Context: an optimization exercise on an open-source flow, tuned for small area, a short achievable clock period and few clock cycles per item. The choices shown serve that exercise and are no tape-out recipe. Function not checked in this run: the RTL went through the layout flow alone.

==> config.mk <==
export PLATFORM = sky130hd
export DESIGN_NAME = ce_blend
export DESIGN_NICKNAME = ce_blend
export VERILOG_FILES = /design/flow/design.v
export SDC_FILE = /design/flow/constraint.sdc
export NUM_CORES = 4
export LEC_CHECK = 0
export CAP_MARGIN = 20
export CORE_MARGIN = 2
export CORE_UTILIZATION = 40
export SLEW_MARGIN = 20
==> constraint.sdc <==
create_clock -name core_clock -period 22.0 [get_ports {clk}]
set_input_delay 4.4000 -clock core_clock [delete_from_list [all_inputs] [get_ports {clk}]]
set_output_delay 4.4000 -clock core_clock [all_outputs]
set_load 0.01 [all_outputs]
==> design.v <==
module ce_blend (
    input  wire        clk,
    input  wire        rst,
    input  wire        in_valid,
    output wire        in_ready,
    input  wire [1:0]  in_mode,      
    input  wire [7:0]  in_alpha,     
    input  wire [63:0] in_s,         
    input  wire [63:0] in_d,         
    output reg         out_valid,
    output reg  [63:0] out_d         
);
    localparam [15:0] FP16_ONE = 16'h3C00;
    function [10:0] sig(input [15:0] h);
        sig = {h[13:10] != 4'd0, h[9:0]};
    endfunction
    function [3:0] expo(input [15:0] h);
        expo = (h[13:10] == 4'd0) ? 4'd1 : h[13:10];
    endfunction
    function [15:0] k_of_alpha(input [7:0] a);
        reg [2:0]  b;
        reg [23:0] rep;
        reg [11:0] top;
        reg [11:0] m;
        integer    i;
        begin
            b = 3'd0;
            for (i = 0; i < 8; i = i + 1)
                if (a[i]) b = i[2:0];
            rep = {a, a, a} << (3'd7 - b);       
            top = rep[23:12];                    
            m   = {1'b0, top[11:1]} + {11'd0, top[0]};
            if (a == 8'd0)
                k_of_alpha = 16'h0000;
            else
                k_of_alpha = {1'b0, {2'b0, b} + 5'd7, 10'd0} + {5'd0, m} - 16'd1024;
        end
    endfunction
    function [15:0] mul16(input [15:0] c, input [10:0] mk, input [3:0] ek);
        reg [21:0] p;
        reg [5:0]  u;
        reg [5:0]  r;
        reg [21:0] q;
        reg        guard;
        reg        sticky;
        begin
            p = sig(c) * mk;
            u = 6'd26 - {2'b0, expo(c)} - {2'b0, ek};
            if (!u[5] && u > {5'd0, p[21]} + 6'd10)
                r = u;
            else
                r = {5'd0, p[21]} + 6'd10;
            q = p >> r;
            guard  = (r > 6'd22) ? 1'b0 : p[r - 6'd1];
            sticky = |(p & ((22'd1 << (r - 6'd1)) - 22'd1));
            mul16 = {1'b0, r - u, 10'd0} + q[15:0] + {15'd0, guard & (sticky | q[0])};
        end
    endfunction
    function [27:0] over_sub(input [15:0] s, input [10:0] ma, input [3:0] ea, input [15:0] d);
        reg [10:0] md;
        reg [3:0]  ed;
        reg [25:0] x;
        reg [21:0] q;
        reg [4:0]  j;
        reg [51:0] w;
        reg [24:0] pint;
        reg        f1;
        reg        frest;
        reg [25:0] th;
        begin
            md = sig(d);
            ed = expo(d);
            x  = ({15'd0, sig(s)} << (expo(s) - 4'd1)) + ({15'd0, md} << (ed - 4'd1));
            q  = md * ma;
            j  = {1'b0, ed} + {1'b0, ea};
            w  = {30'd0, q} << j;               
            pint  = w[50:26];
            f1    = w[25];
            frest = |w[24:0];
            th = x - {1'b0, pint} - {25'd0, f1 | frest};
            over_sub = {th, f1 ^ frest, frest};
        end
    endfunction
    function [15:0] round_th(input [27:0] v);
        reg [25:0] th;
        reg        g;
        reg        st;
        reg [4:0]  lp;
        reg [3:0]  sh;
        reg [25:0] q;
        reg        guard;
        reg        sticky;
        integer    i;
        begin
            th = v[27:2];
            g  = v[1];
            st = v[0];
            lp = 5'd0;
            for (i = 0; i < 24; i = i + 1)
                if (th[i]) lp = i[4:0];
            sh = (lp > 5'd10) ? lp - 5'd10 : 4'd0;
            q  = th >> sh;
            if (sh == 4'd0) begin
                guard  = g;
                sticky = st;
            end else begin
                guard  = th[sh - 4'd1];
                sticky = st | g | |(th & ((26'd1 << (sh - 4'd1)) - 26'd1));
            end
            if (th[25:24] != 2'd0)
                round_th = FP16_ONE;
            else
                round_th = {2'b0, sh, 10'd0} + q[15:0] + {15'd0, guard & (sticky | q[0])};
        end
    endfunction
    assign in_ready = 1'b1;
    reg        r1_valid;
    reg [1:0]  r1_mode;
    reg [15:0] r1_k;
    reg [63:0] r1_s;
    reg [63:0] r1_d;
    always @(posedge clk) begin
        if (rst)
            r1_valid <= 1'b0;
        else
            r1_valid <= in_valid;
        r1_mode <= in_mode;
        r1_k    <= k_of_alpha(in_alpha);
        r1_s    <= in_s;
        r1_d    <= in_d;
    end
    wire [10:0] mk = sig(r1_k);
    wire [3:0]  ek = expo(r1_k);
    wire [15:0] kr = mul16(r1_s[15:0],  mk, ek);
    wire [15:0] kg = mul16(r1_s[31:16], mk, ek);
    wire [15:0] kb = mul16(r1_s[47:32], mk, ek);
    wire [15:0] ka = mul16(r1_s[63:48], mk, ek);
    reg  [63:0] s7;
    always @(*) begin
        case (r1_mode)
            2'd0: s7 = {FP16_ONE, r1_s[47:0]};
            2'd1: s7 = {r1_k, kb, kg, kr};
            2'd2: s7 = r1_s;
            default: s7 = {ka, kb, kg, kr};
        endcase
    end
    reg        r2_valid;
    reg [63:0] r2_s;
    reg [63:0] r2_d;
    always @(posedge clk) begin
        if (rst)
            r2_valid <= 1'b0;
        else
            r2_valid <= r1_valid;
        r2_s <= s7;
        r2_d <= r1_d;
    end
    wire [10:0] ma = sig(r2_s[63:48]);
    wire [3:0]  ea = expo(r2_s[63:48]);
    reg         r3_valid;
    reg [111:0] r3_t;
    always @(posedge clk) begin
        if (rst)
            r3_valid <= 1'b0;
        else
            r3_valid <= r2_valid;
        r3_t <= {over_sub(r2_s[63:48], ma, ea, r2_d[63:48]),
                 over_sub(r2_s[47:32], ma, ea, r2_d[47:32]),
                 over_sub(r2_s[31:16], ma, ea, r2_d[31:16]),
                 over_sub(r2_s[15:0],  ma, ea, r2_d[15:0])};
    end
    always @(posedge clk) begin
        if (rst)
            out_valid <= 1'b0;
        else
            out_valid <= r3_valid;
        out_d <= {round_th(r3_t[111:84]), round_th(r3_t[83:56]),
                  round_th(r3_t[55:28]),  round_th(r3_t[27:0])};
    end
endmodule
==> run.sh <==
#!/bin/bash
# synth_recipe.tcl (not shown) runs the flow's synth.tcl, then flattens the netlist and writes it again
# the make line also repeats each setting of config.mk as NAME=value (left out here)
make -C /OpenROAD-flow-scripts/flow DESIGN_CONFIG=/design/flow/config.mk WORK_HOME=/design/flow/orfs CLKGATE_MAP_FILE= SYNTH_SCRIPT=/design/flow/synth_recipe.tcl finish
==> results.txt <==
[sequential cells by signal, summed over array words and instances, names as in the netlist]
signal / flops
r2_d: 56
r1_mode: 2
r1_s: 56
r1_d: 56
r1_valid: 1
r3_valid: 1
out_valid: 1
out_d: 64
r1_k: 14
r2_s: 56
r2_valid: 1
r3_t: 112
[layout make-up]
| class | instances | area share, % |
|---|---|---|
| inverters | 1281 | 5.50 |
| multi-input cells | 8116 | 75.5 |
| well taps | 2672 | 3.82 |
| clock buffers | 65 | 1.69 |
| clock inverters | 38 | 0.617 |
| flip-flops and latches | 420 | 9.65 |
| diodes | 9 | 0.0258 |
| repair buffers | 304 | 3.15 |
[cells in the final DEF, fill, tap and decap left out, drive strengths merged, types with 27 or more instances in the layout]
cell and n:
nand2b 93, o21bai 36, clkbuf 65, xor2 155
clkdlybuf4s50 189, mux2i 458, a22oi 48, mux4 75
a21oi 560, nand3 188, a31oi 105, o31ai 54
ha 847, nor2 802, inv 1279, nand4 46
o31a 27, buf 115, nor4 57, and3 82
nor3 203, dfxtp 420, xnor2 273, and2 464
o21a 55, clkinv 28, a21boi 32, o211ai 85
nand2 1277, or2 50, nor2b 81, a21o 111
or3 42, o22ai 51, fa 752, a221oi 30
o21ai 423, a211oi 80, mux2 77
[final timing paths]
check / from / end / slack, ps / depth (start not counted)
max: r1_k[13] / r2_s[28] / 8270 / 38
min: r1_d[4] / r2_d[4] / 320 / 0
max reg2reg: r1_k[13] / r2_s[28] / 8270 / 38
min reg2reg: r1_d[4] / r2_d[4] / 320 / 0
[worst register-to-register path: cells and delay by family, from the launching register on]
family / cells / cell delay [ps]
buffers and inverters: 7 / 1380
AOI/OAI and AO/OA: 11 / 4240
muxes: 2 / 660
DFF: 1 / 290
xor gates and xnor gates: 1 / 120
adders and majority gates: 9 / 3580
and+or+nand+nor: 8 / 3340
[layer usage]
layer / global-route usage [%] / part of all wire, % / up-vias
met3: 2.36 / 5.2 / 330
met5: 0 / 0 / -
met1: 31.9 / 46 / 35536
met4: 6.33 / 2.6 / 0
met2: 37.8 / 47 / 2060
li1: - / - / 34647
[cell families (layout without fill, tap and decap cells)]
kind of cell,count (synthesis),after routing,synth area share [%]
other,2,22,0.00923
AO/OA/AOI/OAI,1974,1974,15.8
XOR/XNOR,429,429,4.64
flip-flops,420,420,10.3
multiplexers,610,610,8.81
AND/OR/NAND/NOR,3490,3490,20.2
adder cells (fa/ha/maj),1600,1600,31.6
buffers and inverters,1857,1688,8.64
[per-stage QoR]
| stage | std cells | util [%] | area, um^2 | hold slack, ps |
|---|---|---|---|---|
| 4_1_cts | 12896 | 43.2 | 87400 | 318 |
| 3_5_place_dp | 12793 | 42.2 | 85400 | 313 |
| 2_1_floorplan | 10393 | - | 81400 | 310 |
| 6_report | 12905 | 43.3 | 87400 | 317 |
| 3_3_place_gp | 12793 | 42.2 | 85400 | 312 |
| 5_1_grt | 12901 | 43.2 | 87400 | 325 |
==> metrics.md <==
| Metric | Value |
|---|---|
| Max Slew Vio Count | 0 |
| Vias per cell | 5.62 |
| Floorplan row count | ~170 |
| Slew margin rel. | 25.5% |
| Die width | approximately 450 um |
| Syn_area_per_cell | slightly below 8 um^2 |
| Largest net degree at the start of global routing | 53 |
| Worst Hold Class | reg -> reg |
| Via Count | 72573 |
| Worst slew pin tran | between 1000 and 1500 ps |
| Post-synthesis cell count | 10382 |
| Register Area | roughly 0.0084 mm^2 |
| TritonCTS clock tree | done |
| Crit-path slowest cell | a31oi_1 |
| Total grt overflow | 0 |
| Initial drt markers | 5668 |
| Area occupied by multi-input gates | ~0.066 mm^2 |
| Core area | 0.202 mm^2 |
| Routed Antenna Nets | 0 |
| Fmax | approximately 73 MHz |
| Die Footprint | roughly 0.21 mm^2 |
| Synth Warn # | 1 |
| Worst Setup End Kind | flop |
| Area contributors post-synth | fa_1 19%, ha_1 13%, dfxtp_1 10% |
| Register area share after synthesis | 10.3% |
| CTS H-tree depth | 2 |
| Top_reg_cell synth | dfxtp_1 |
| Largest delay contributor family on the critical path | compound AO/OA/AOI/OAI gates |
| Post-CTS resize count | 0 |
| Post-synth ARST share | 0% |
| Final setup violation count | 0 |
| Critical-path maximum fanout | 21 |
| Worst setup path class | reg -> reg |
| Share of cells above drive strength 1 | 5.10% |
| Number of global-route vias before repair | 71785 |
| Starting Density | 40.2% |
| Max-Cap Viols | 0 |
| Worst path max stage delay | 910 ps |
| Clock sink count | 420 |
| I/O pins | 207 |
| Mapped cell area | approximately 0.081 mm^2 |
| Clock Skews | around 50 ps |
| Crit path buffers/inverters | 7 |
| CTS Root Cell | clkbuf_16 |
| Clk pin slew, worst setup/hold paths | about 70 ps |
| NumNets Final | ~12000 |
| Yosys top cell by area | fa_1 |
| Chip Height | 455 um |
| Post-cts hold buffer count | 0 |
| Drt total wl | 241 mm |
| Pre-antenna DRT Iters | 6 |
| Critical Path AT | 14300 ps |
| Final period util | 62.4% |
| Post-Place Setup Slack | 8440 ps |
| Area grow syn2layout | 7.49% |
| GRT Resource Usage Total | 23.0% |
| Most common cell in the netlist | nand2_1 |
| Tmin final | about 14000 ps |
| Final RePlAce weighted congestion | 0.949 |
| Setup TNS | 0 ps |
| Initial antenna violation count | 8 |
| RSZ-0062 raised after global routing | false |
| EDFF count, synth | 0 |
| Post-route DRC | 0 |
| Synth top area share | 18.5% |
| Detail Placement HPWL | 189 mm |
| Fillers | 20236 |
| Crit path required time | around 23000 ps |
| Clock Path Buffers | 3 |
| CTS Buf Count | 55 |
| Post-synth top cells | 1275 x nand2_1, 1262 x inv_1, 847 x ha_1 |
| DR WL/cell | 18.6 um |
| Setup ws final | 8270 ps |
| Synth unique cells | 120 |
| CP startpoint kind | flop |
| Status | complete, no violations |
| Seq cells post-synth | 420 |
| Worst-Skew Late Latency | 730 ps |
| Post-CTS setup buffers | 0 |
| Final Hold Viols | 0 |
| Port Buffer Count | 189 |
| First-pass GRT wire length | 389 mm |

-- port drivers added, routing unchanged --
In the flow no input, the clock included, has a driving cell. The finished layout below was timed again as built, in two steps. Step 1 assumes that a clkbuf_16 drives the clock port and a buf_2 every other input. Step 2 also shifts input and output timing later by t, the mid clock arrival at the registers, as if the neighbouring blocks saw the same clock. Three values: ideal, step 1, step 2; two values: the first two.
t (ns): 0.784
slack for setup (ns): 8.269 / 8.269 / 8.269
worst register clock-pin slew, ns: 0.09 / 0.09
pins driven straight from the clock port: 1
After both steps setup and hold are still met in this run. The setup slack of this run moves by 0.000 ns with the drivers and by 0.000 ns with both steps.
